Source: an optimization exercise on an open RTL-to-GDS flow (aim: small area, a short achievable clock period and few clock cycles per item). Production flows keep margins and buffers that such runs may drop.
In this exercise RTL edits were held to simulation tests only and were not proved equivalent to the original.

// rs_group_codec
module rs_group_codec (
    input  wire         clk,
    input  wire         rst_n,         
    input  wire         in_valid,
    output wire         in_ready,
    input  wire         in_op,         
    input  wire [255:0] in_data,
    input  wire [23:0]  in_check,      
    input  wire [31:0]  in_addr,       
    output reg          out_valid,
    input  wire         out_ready,
    output wire [255:0] out_data,
    output wire [23:0]  out_check,
    output wire [1:0]   out_status,
    output wire [5:0]   out_pos
);
export LEC_CHECK = 0
export CAP_MARGIN = 20
export CORE_AREA = 5 5 235 235
export DIE_AREA = 0 0 240 240
export PLACE_DENSITY = 0.65
export SLEW_MARGIN = 20
create_clock -name core_clock -period 15.0 [get_ports {clk}]
standard.sh (not shown) runs the stock make flow with config.mk's settings and CLKGATE_MAP_FILE= SYNTH_SCRIPT=/design/flow/synth_recipe.tcl, a recipe that flattens the netlist after the stock synthesis.
==> flow/flow/run.sh <==
#!/bin/bash
set -euo pipefail
MARGIN=$(cat flow/margin.txt)
bash standard.sh \
  "BUFFER_PORTS_ARGS=-buffer_cell sky130_fd_sc_hd__buf_1" \
  "SETUP_SLACK_MARGIN=$MARGIN" \
  finish > standard.log 2>&1
==> flow/flow/margin.txt <==
7.5
Testbench counts at the start, summed over its fixed seeds: cycles 9,608, items 9,600.
Next try:
==> flow/flow/margin.txt (replaced) <==
7
--- a/flow/config.mk
+++ b/flow/config.mk
@@ -9,0 +10 @@
+export CTS_BUF_LIST = sky130_fd_sc_hd__clkbuf_8
@@ -11 +12 @@
-export PLACE_DENSITY = 0.65
+export PLACE_DENSITY = 0.8
The changed run finished clean.
Worst setup slack gets worse by 0.11 ns.
Die area does not change.
Design area falls by a little under a tenth.
Clock skew rises by 0.0043 ns.
Global-route usage falls by 1.4 points.
Sequential share of layout area rises by 2.1 points.
Hold slack gets better by 0.048 ns.
Maximum frequency falls slightly.
Utilization falls by 5.7 points.
Next try:
==> flow/run.sh (new file) <==
#!/bin/bash
# synth_recipe.tcl (not shown) runs the flow's synth.tcl, then flattens the netlist and writes it again
# the make line also repeats each setting of config.mk as NAME=value (left out here)
make -C /OpenROAD-flow-scripts/flow DESIGN_CONFIG=/design/flow/config.mk WORK_HOME=/design/flow/orfs CLKGATE_MAP_FILE= SYNTH_SCRIPT=/design/flow/synth_recipe.tcl finish
--- a/flow/config.mk
+++ b/flow/config.mk
@@ -12 +12,2 @@
-export PLACE_DENSITY = 0.8
+export PLACE_DENSITY = 0.65
+export SETUP_SLACK_MARGIN = 5
removed: flow/flow/run.sh
removed: flow/flow/margin.txt
removed: flow/standard.sh
=>
- cell area goes up by 7.4%
- register-to-register slack improves by 1.3 ns
- utilization increases by 4.9 points
- global-route usage rises by 1.3 points
- worst hold slack loses 0.052 ns
- area after synthesis stays the same
- routed wire length went up by about 2.6%
Next try:
==> flow/flow/run.sh (new file) <==
#!/bin/bash
set -euo pipefail
MARGIN=$(cat flow/margin.txt)
bash standard.sh \
  "BUFFER_PORTS_ARGS=-buffer_cell sky130_fd_sc_hd__buf_1" \
  "SETUP_SLACK_MARGIN=$MARGIN" \
  finish > standard.log 2>&1
==> flow/flow/margin.txt (new file) <==
7
==> flow/standard.sh (new file) <==
#!/bin/bash
# synth_recipe.tcl (not shown) runs the flow's synth.tcl, then flattens the netlist and writes it again
# the make line also repeats each setting of config.mk as NAME=value (left out here)
make -C /OpenROAD-flow-scripts/flow DESIGN_CONFIG=/design/flow/config.mk WORK_HOME=/design/flow/orfs CLKGATE_MAP_FILE= SYNTH_SCRIPT=/design/flow/synth_recipe.tcl "${@:-finish}"
--- a/flow/config.mk
+++ b/flow/config.mk
@@ -9,5 +9,3 @@
-export CORE_AREA = 5 5 235 235
-export CTS_BUF_LIST = sky130_fd_sc_hd__clkbuf_8
-export DIE_AREA = 0 0 240 240
-export PLACE_DENSITY = 0.65
-export SETUP_SLACK_MARGIN = 5
+export CORE_AREA = 5 5 265 265
+export DIE_AREA = 0 0 270 270
+export PLACE_DENSITY = 0.6
removed: flow/run.sh
Effect:
- count of clock-buffer cells in the layout falls by 9
- maximum frequency rises by about a fifth
- final area falls by a few percent

[re-timing with driven ports]
Ports are ideal in the flow. The routed layouts listed here were re-timed in OpenROAD.
Step 1: set_driving_cell puts a clkbuf_16 on clk and a buf_2 on each other input, an assumption about the parent block.
Step 2 moves the port delays by t, midway between the first and last clock arrival at a register: inputs arrive t later, outputs are due t later. That takes back most of the time a late clock gives input paths.
a / b / c = ideal ports / drivers / drivers and shift; a / b = the first two.
run	shift t [ns]	setup WS [ns]	worst setup path at the end	clock arrival spread, ns	worst data-port slew with drivers (ns)
the first run	0.635	7.150 / 7.185 / 6.550	input to register	0.025 / 0.025	0.09
the second run	0.722	7.040 / 6.996 / 6.346	input to register	0.043 / 0.043	0.14
the third run	0.724	5.309 / 5.337 / 4.613	input to register	0.052 / 0.052	0.13
the fourth run	0.625	7.034 / 7.062 / 6.437	input to register	0.018 / 0.018	0.13
After both steps every run listed still meets setup and hold. For the third run, which loses most, drivers alone change the setup slack by +0.028 ns; drivers and shift together by -0.696 ns.
